This is an optimization exercise on Yosys and OpenROAD, whose aim is small area, a short achievable clock period and few clock cycles, not a production implementation. At most, simulation tests tie the RTL to the original design; equivalence was not proved.

== rev 12 ==
==> flow/design.v (excerpt) <==
module press_aes (
    input  wire         clk,
    input  wire         rst,         
    input  wire         key_valid,
    output wire         key_ready,
    input  wire [1:0]   key_len,     
    input  wire [255:0] key,
    input  wire         in_valid,
    output wire         in_ready,
    input  wire         in_dec,      
    input  wire [127:0] in_data,
    output wire         out_valid,
    input  wire         out_ready,
    output wire [127:0] out_data
);
Size: ~12000 cells after synthesis, roughly 1600 flip-flops, roughly 520 I/O pins, roughly 120000 sq um of cells after synthesis.
Settings: LEC_CHECK=0, ABC_CLOCK_PERIOD_IN_PS=3500, CAP_MARGIN=20, CORE_MARGIN=2, CORE_UTILIZATION=45, CTS_CLUSTER_DIAMETER=200, CTS_CLUSTER_SIZE=20, PLACE_DENSITY=0.6, SETUP_SLACK_MARGIN=5, SLEW_MARGIN=20; clock period 12.0 ns.
standard.sh (not shown) runs the stock make flow with config.mk's settings and CLKGATE_MAP_FILE= SYNTH_SCRIPT=/design/flow/synth_recipe.tcl, a recipe that flattens the netlist after the stock synthesis.
==> flow/flow/run.sh <==
#!/bin/bash
set -euo pipefail
bash standard.sh SETUP_SLACK_MARGIN=8 "BUFFER_PORTS_ARGS=-buffer_cell sky130_fd_sc_hd__buf_1" finish > flow.log 2>&1
Rev 12 finished every stage and its layout cleared the timing, design-rule and antenna checks.
Testbench counts of rev 12, summed over its fixed seeds: cycles 29,406.
#### Input delta (rev 13 over rev 12)
diff --git a/flow/design.v b/flow/design.v
--- a/flow/design.v
+++ b/flow/design.v
@@ -155,12 +155,13 @@
     reg         in_rdy, key_rdy;
     reg         eact;        
     reg         econv;       
     reg [5:0]   ecyc;
     reg         edir;        
     reg [1:0]   elen;        
+    reg         k6, k8;      
     reg [255:0] kw;          
     reg [3:0]   srem;        
     reg [1:0]   sdly;        
     reg [1:0]   q3;          
     reg         qodd;        
     reg [7:0]   rc;          
@@ -174,13 +175,13 @@
     wire [3:0] enr  = (elen == 2'd0) ? 4'd10 : (elen == 2'd1) ? 4'd12 : 4'd14;
     wire stall_arm = r2_v && r2_last && ovalid;
     wire stall     = stall_arm && !out_ready;
     wire e_free  = !eact ? !stall_arm : (!econv && erem == 6'd0 && !ovalid);
     wire ib_any  = (ib_n != 2'd0);
     wire admit_x = ib_any && (ib0_dec == f_end) && e_free;
-    wire conv_go = ib_any && (ib0_dec != f_end) && !eact && !stall;
+    wire conv_go = ib_any && (ib0_dec != f_end) && e_free;
     wire admit_n = ib_any && eact && !econv && (ecyc == 6'd1 || ecyc == 6'd2) &&
                    (ib0_dec == edir);
     wire pop_ns  = admit_x || admit_n;
     wire pop     = admit_x || (admit_n && !stall);
     wire start   = admit_x || conv_go;
     wire kpend   = (srem != 4'd0);
@@ -239,14 +240,12 @@
                 else f_src = w[255:224];
             end
         end
     endfunction
     wire [31:0] L0 = kw[31:0],    L1 = kw[63:32],   L2 = kw[95:64],   L3 = kw[127:96];
     wire [31:0] H0 = kw[159:128], H1 = kw[191:160], H2 = kw[223:192], H3 = kw[255:224];
-    wire k6 = (elen == 2'd1);
-    wire k8 = (elen == 2'd2);
     wire [31:0] fb0 = k6 ? L2 : k8 ? L0 : H0;
     wire [31:0] fb1 = k6 ? L3 : k8 ? L1 : H1;
     wire [31:0] fb2 = k6 ? H0 : k8 ? L2 : H2;
     wire [31:0] fb3 = k6 ? H1 : k8 ? L3 : H3;
     wire [31:0] fn0 = fb0 ^ ((k6 && tpos != 3'd0) ? H3 : twr);
     wire [31:0] fn1 = fb1 ^ fn0;
@@ -369,12 +368,14 @@
             eact  <= 1'b1;
             econv <= conv_go;
             ecyc  <= 6'd1;
             erem  <= ((klen == 2'd0) ? 6'd30 : (klen == 2'd1) ? 6'd36 : 6'd42) - 6'd1;
             edir  <= f_end;
             elen  <= klen;
+            k6    <= (klen == 2'd1);
+            k8    <= (klen == 2'd2);
         end else if (eact && !stall) begin
             if (econv ? e_cend : (erem == 6'd0))
                 eact <= 1'b0;
             ecyc <= ecyc + 6'd1;
             erem <= erem - 6'd1;
         end
### Flow results
| first-iteration DRC count | rev 13 vs rev 12 | 694 higher |
| area overhead of the layout relative to synthesis | rev 13 vs rev 12 | ≈ equal |
On final cell area excluding filler cells, rev 12 beats rev 13.
Number of placed instances with taps included was higher in rev 13 than in rev 12.
Most common library cell in the layout ignoring fill and taps: sky130_fd_sc_hd__xnor2_1 -> rev 12, sky130_fd_sc_hd__nand2_1 -> rev 13
Maximum clock rate came out higher on rev 13 than on rev 12.
In rev 13, the total routed wirelength came out 0.67% below the value in rev 12.
Rev 13 ended with more critical path depth than rev 12.
Rev 13 ends up with higher per-cell via count in the routed design than rev 12 does.
Rev 13 contains more vias than rev 12.
The lower met1 track demand over resource of rev 12 and rev 13 is in rev 13.
The RTL of rev 13 was laid out without a check of its function.

press_aes, a different RTL version from the one above (not shown whole).
Size: ~11000 cells after synthesis, roughly 1600 flip-flops, roughly 520 I/O pins, ~110000 um^2 of cells after synthesis.
==> module aes_sb_f1, before the edit <==
module aes_sb_f1 (input wire [7:0] a, input wire dec, output wire [11:0] y);
    wire [7:0] te, td, t;
    assign te[0] = a[0] ^ a[1] ^ a[2] ^ a[3] ^ a[4] ^ a[5] ^ a[6] ^ a[7];
    assign te[1] = a[5];
    assign te[2] = a[2] ^ a[3] ^ a[5] ^ a[6];
    assign te[3] = a[1] ^ a[3] ^ a[4];
    assign te[4] = a[2] ^ a[3] ^ a[4] ^ a[6] ^ a[7];
    assign te[5] = a[2] ^ a[3] ^ a[5] ^ a[7];
    assign te[6] = a[1] ^ a[4] ^ a[5] ^ a[6];
    assign te[7] = a[5] ^ a[7];
    assign td[0] = a[0] ^ a[1] ^ a[2] ^ a[3] ^ a[4] ^ a[5] ^ a[6] ^ a[7];
    assign td[1] = a[2] ^ a[4] ^ a[7];
    assign td[2] = ~(a[1] ^ a[3]);
    assign td[3] = a[1] ^ a[2] ^ a[5];
    assign td[4] = ~(a[1] ^ a[2] ^ a[7]);
    assign td[5] = ~(a[0] ^ a[4] ^ a[5] ^ a[6]);
    assign td[6] = a[1] ^ a[2] ^ a[3] ^ a[4] ^ a[5] ^ a[7];
    assign td[7] = a[1] ^ a[2] ^ a[6] ^ a[7];
    assign t = dec ? td : te;
    wire [3:0] ah = t[7:4], al = t[3:0];
    wire [3:0] sl = {ah[0] ^ ah[2], ah[3], ah[1] ^ ah[3], ah[0]};    
    wire [3:0] sq = {al[3], al[1] ^ al[3], al[2], al[0] ^ al[2]};    
    wire [3:0] m;
    aes_gf16_mul u_m (.a(ah), .b(al), .y(m));
    assign y = {ah, ah ^ al, sl ^ m ^ sq};
endmodule
==> module aes_sb_back, before the edit <==
module aes_sb_back (input wire [7:0] a, input wire dec, output wire [7:0] y);
    wire [7:0] ye, yd;
    assign ye[0] = ~(a[0] ^ a[4] ^ a[6] ^ a[7]);
    assign ye[1] = ~(a[0] ^ a[2] ^ a[4] ^ a[5]);
    assign ye[2] = a[0] ^ a[1] ^ a[3] ^ a[4] ^ a[5] ^ a[6];
    assign ye[3] = a[0] ^ a[4] ^ a[5];
    assign ye[4] = a[0] ^ a[1] ^ a[2] ^ a[5];
    assign ye[5] = ~(a[1] ^ a[2] ^ a[6]);
    assign ye[6] = ~(a[4] ^ a[7]);
    assign ye[7] = a[1] ^ a[2] ^ a[3] ^ a[4] ^ a[6];
    assign yd[0] = a[0] ^ a[1] ^ a[5] ^ a[6];
    assign yd[1] = a[4] ^ a[5] ^ a[6];
    assign yd[2] = a[2] ^ a[3] ^ a[6];
    assign yd[3] = a[2] ^ a[3] ^ a[5] ^ a[6] ^ a[7];
    assign yd[4] = a[2] ^ a[4] ^ a[7];
    assign yd[5] = a[1];
    assign yd[6] = a[1] ^ a[2] ^ a[5] ^ a[7];
    assign yd[7] = a[1] ^ a[7];
    assign y = dec ? yd : ye;
endmodule
Settings: LEC_CHECK=0, ABC_CLOCK_PERIOD_IN_PS=3500, CAP_MARGIN=20, CORE_MARGIN=2, CORE_UTILIZATION=45, CTS_CLUSTER_DIAMETER=150, CTS_CLUSTER_SIZE=16, PLACE_DENSITY=0.6, SETUP_SLACK_MARGIN=5, SLEW_MARGIN=20; clock period 12.0 ns.
==> flow/flow/run.sh <==
#!/bin/bash
set -euo pipefail
W=$PWD
export OWN_ABC_SCRIPT=$W/flow/abc_map.script
{
  cat <<'TCL'
# ORFS's synthesis calls abc with its own -script; use ours instead.
proc abc {args} {
  set i [lsearch -exact $args -script]
  if {$i >= 0} { lset args [expr {$i + 1}] $::env(OWN_ABC_SCRIPT) }
  puts "abc with own script: $args"
  yosys abc {*}$args
}
TCL
  cat synth_recipe.tcl
} > own_synth.tcl
bash standard.sh SYNTH_SCRIPT=$W/own_synth.tcl SETUP_SLACK_MARGIN=8 \
  "BUFFER_PORTS_ARGS=-buffer_cell sky130_fd_sc_hd__buf_1" finish > flow.log 2>&1
==> flow/flow/abc_map.script <==
&get -n
&st
&syn2
&dch
&if -g -K 6
&synch2
&nf -R 1000
&st
&syn2
&dch
&if -g -K 6
&synch2
&nf -R 1000
&put
Change:
--- a/flow/design.v
+++ b/flow/design.v
@@ -6,16 +6,16 @@
 module aes_sb_f1 (input wire [7:0] a, input wire dec, output wire [11:0] y);
     wire [7:0] te, td, t;
-    assign te[0] = a[0] ^ a[1] ^ a[2] ^ a[3] ^ a[4] ^ a[5] ^ a[6] ^ a[7];
-    assign te[1] = a[5];
-    assign te[2] = a[2] ^ a[3] ^ a[5] ^ a[6];
-    assign te[3] = a[1] ^ a[3] ^ a[4];
+    assign te[0] = a[0] ^ a[1] ^ a[2] ^ a[3] ^ a[7];
+    assign te[1] = a[1] ^ a[4] ^ a[6];
+    assign te[2] = a[2] ^ a[3] ^ a[6] ^ a[7];
+    assign te[3] = a[1] ^ a[2] ^ a[6] ^ a[7];
     assign te[4] = a[2] ^ a[3] ^ a[4] ^ a[6] ^ a[7];
     assign te[5] = a[2] ^ a[3] ^ a[5] ^ a[7];
     assign te[6] = a[1] ^ a[4] ^ a[5] ^ a[6];
     assign te[7] = a[5] ^ a[7];
-    assign td[0] = a[0] ^ a[1] ^ a[2] ^ a[3] ^ a[4] ^ a[5] ^ a[6] ^ a[7];
-    assign td[1] = a[2] ^ a[4] ^ a[7];
-    assign td[2] = ~(a[1] ^ a[3]);
-    assign td[3] = a[1] ^ a[2] ^ a[5];
+    assign td[0] = a[3];
+    assign td[1] = a[1] ^ a[3] ^ a[5];
+    assign td[2] = ~(a[2] ^ a[3] ^ a[6] ^ a[7]);
+    assign td[3] = ~(a[5] ^ a[7]);
     assign td[4] = ~(a[1] ^ a[2] ^ a[7]);
     assign td[5] = ~(a[0] ^ a[4] ^ a[5] ^ a[6]);
@@ -24,5 +24,5 @@
     assign t = dec ? td : te;
     wire [3:0] ah = t[7:4], al = t[3:0];
-    wire [3:0] sl = {ah[0] ^ ah[2], ah[3], ah[1] ^ ah[3], ah[0]};    
+    wire [3:0] sl = {ah[0], ah[0] ^ ah[2], ah[3], ah[0] ^ ah[1] ^ ah[3]};    
     wire [3:0] sq = {al[3], al[1] ^ al[3], al[2], al[0] ^ al[2]};    
     wire [3:0] m;
@@ -60,20 +60,20 @@
 module aes_sb_back (input wire [7:0] a, input wire dec, output wire [7:0] y);
     wire [7:0] ye, yd;
-    assign ye[0] = ~(a[0] ^ a[4] ^ a[6] ^ a[7]);
-    assign ye[1] = ~(a[0] ^ a[2] ^ a[4] ^ a[5]);
-    assign ye[2] = a[0] ^ a[1] ^ a[3] ^ a[4] ^ a[5] ^ a[6];
-    assign ye[3] = a[0] ^ a[4] ^ a[5];
-    assign ye[4] = a[0] ^ a[1] ^ a[2] ^ a[5];
-    assign ye[5] = ~(a[1] ^ a[2] ^ a[6]);
+    assign ye[0] = ~(a[0] ^ a[5] ^ a[6] ^ a[7]);
+    assign ye[1] = ~(a[0] ^ a[2] ^ a[7]);
+    assign ye[2] = a[0] ^ a[1] ^ a[3] ^ a[4];
+    assign ye[3] = a[0];
+    assign ye[4] = a[0] ^ a[1] ^ a[2] ^ a[4] ^ a[6] ^ a[7];
+    assign ye[5] = ~(a[1] ^ a[2] ^ a[7]);
     assign ye[6] = ~(a[4] ^ a[7]);
-    assign ye[7] = a[1] ^ a[2] ^ a[3] ^ a[4] ^ a[6];
-    assign yd[0] = a[0] ^ a[1] ^ a[5] ^ a[6];
+    assign ye[7] = a[1] ^ a[2] ^ a[3] ^ a[7];
+    assign yd[0] = a[0] ^ a[1] ^ a[4];
     assign yd[1] = a[4] ^ a[5] ^ a[6];
-    assign yd[2] = a[2] ^ a[3] ^ a[6];
-    assign yd[3] = a[2] ^ a[3] ^ a[5] ^ a[6] ^ a[7];
-    assign yd[4] = a[2] ^ a[4] ^ a[7];
-    assign yd[5] = a[1];
-    assign yd[6] = a[1] ^ a[2] ^ a[5] ^ a[7];
-    assign yd[7] = a[1] ^ a[7];
+    assign yd[2] = a[2] ^ a[3] ^ a[4] ^ a[6] ^ a[7];
+    assign yd[3] = a[2] ^ a[3] ^ a[4] ^ a[5] ^ a[6];
+    assign yd[4] = a[2] ^ a[4];
+    assign yd[5] = a[1] ^ a[6];
+    assign yd[6] = a[1] ^ a[2] ^ a[5] ^ a[6];
+    assign yd[7] = a[1] ^ a[6] ^ a[7];
     assign y = dec ? yd : ye;
 endmodule
=> The new run completed without violations. Via count barely changes. Setup slack is worse by 0.11 ns. Die area hardly moves. Wire length is higher by 1.6%. Design area is lower by 0.95%. Synthesized area stays flat. Synthesized cell count is higher by 2.1%.
No functional check of the RTL was part of any run of this note.

the previous run:
press_aes with an RTL version that a note above also has.
Size in the first run: about 11000 cells after synthesis, about 1600 flip-flops, roughly 520 I/O pins, ~0.11 mm² of cells after synthesis.
export LEC_CHECK = 0
export ABC_CLOCK_PERIOD_IN_PS = 3500
export CAP_MARGIN = 20
export CORE_MARGIN = 2
export CORE_UTILIZATION = 45
export CTS_CLUSTER_DIAMETER = 200
export CTS_CLUSTER_SIZE = 20
export PLACE_DENSITY = 0.6
export SETUP_SLACK_MARGIN = 5
export SLEW_MARGIN = 20
create_clock -name core_clock -period 12.0 [get_ports {clk}]
==> flow/flow/abc_map.script <==
&get -n
&st
&syn2
&dch
&nf -R 1000
&put
Scripts as last shown in full above: flow/flow/run.sh
The previous run finished all stages; the layout is clean.
Here is what was changed in the inputs of the current run compared with the previous run.
-- flow/design.v --
<<< the previous run, line 309
            f_raw <= (key_len != 2'd2);
            f_end <= 1'b0;
        end else if (e_load) begin
            kst   <= kst_ld;
            f_raw <= 1'b0;
        end else if (e_cend) begin
            kst   <= {kw[255:128], nw};
            f_end <= !f_end;
        end
>>> the current run, line 309
            f_raw <= (key_len != 2'd2);
            f_end <= 1'b0;
        end else if (e_cend) begin
            kst   <= {kw[255:128], nw};
            f_raw <= 1'b0;
            f_end <= !f_end;
        end
==> comparison <==
The current run: done, clean on timing, DRC and antenna. Simple-gate portion of the synthesized area | the current run below the previous run. Relative to the previous run, path depth of the worst reg2reg path decreased by 3 in the current run. Setup slack came out higher on the current run than on the previous run. Min global-route wire length before repair across the previous run and the current run: the current run. ~same routed via count divided by cell count in the previous run and the current run. Worst slack on hold paths in the current run is 38 ps higher than in the previous run. Width of the chip across the previous run and the current run: no real change. As far as flip-flop and latch count goes, the previous run and the current run are indistinguishable; the numbers are identical. The current run vs. the previous run: post-CTS setup repair buffer count saw a decrease, total routing resource utilization after global routing saw a decrease, number of rows created at floorplan saw a decrease. Sort the previous run and the current run by count of clock buffers in the final design, descending, and the previous run comes first. Across both runs, share of synthesized area spent on multiplexers was lower for the current run than for the previous run.
No functional check of the RTL was part of any run of this note.

==> port drivers added, routing unchanged <==
No port has a modelled driver above. Below, the same layouts with a new extraction and two added sets of constraints.
Step 1 (the two cells are an assumption about what drives the block):
set clk [get_ports {clk}]
set_driving_cell -lib_cell sky130_fd_sc_hd__clkbuf_16 $clk
set_driving_cell -lib_cell sky130_fd_sc_hd__buf_2 [delete_from_list [all_inputs] $clk]
Step 2 adds t to the input delays and takes it off the output delays; t is the mean of the earliest and latest rising clock arrival at the registers after step 1. Input paths then give back, and output paths get back, about the clock's delay inside the block.
Three values: ideal ports, drivers, drivers and shift; two values: the first two.
| run | t (ns) | setup WS [ns] | worst setup path after step 2 | worst data-port slew with drivers (ns) |
|---|---|---|---|---|
| rev 12 | 0.928 | 7.837 / 7.837 / 7.090 | input to register | 0.32 |
| rev 13 | 0.912 | 7.864 / 7.864 / 7.045 | input to register | 0.18 |
| the first run of note 2 | 0.930 | 7.829 / 7.829 / 7.004 | input to register | 0.17 |
| the second run of note 2 | 0.909 | 7.721 / 7.721 / 7.093 | input to register | 0.07 |
| the previous run | 0.924 | 7.675 / 7.675 / 7.001 | input to register | 0.11 |
| the current run | 0.926 | 7.827 / 7.827 / 7.142 | input to register | 0.06 |
After both steps every run listed still meets setup and hold. For the first run of note 2, which loses most, drivers alone change the setup slack by 0.000 ns; drivers and shift together by -0.825 ns.
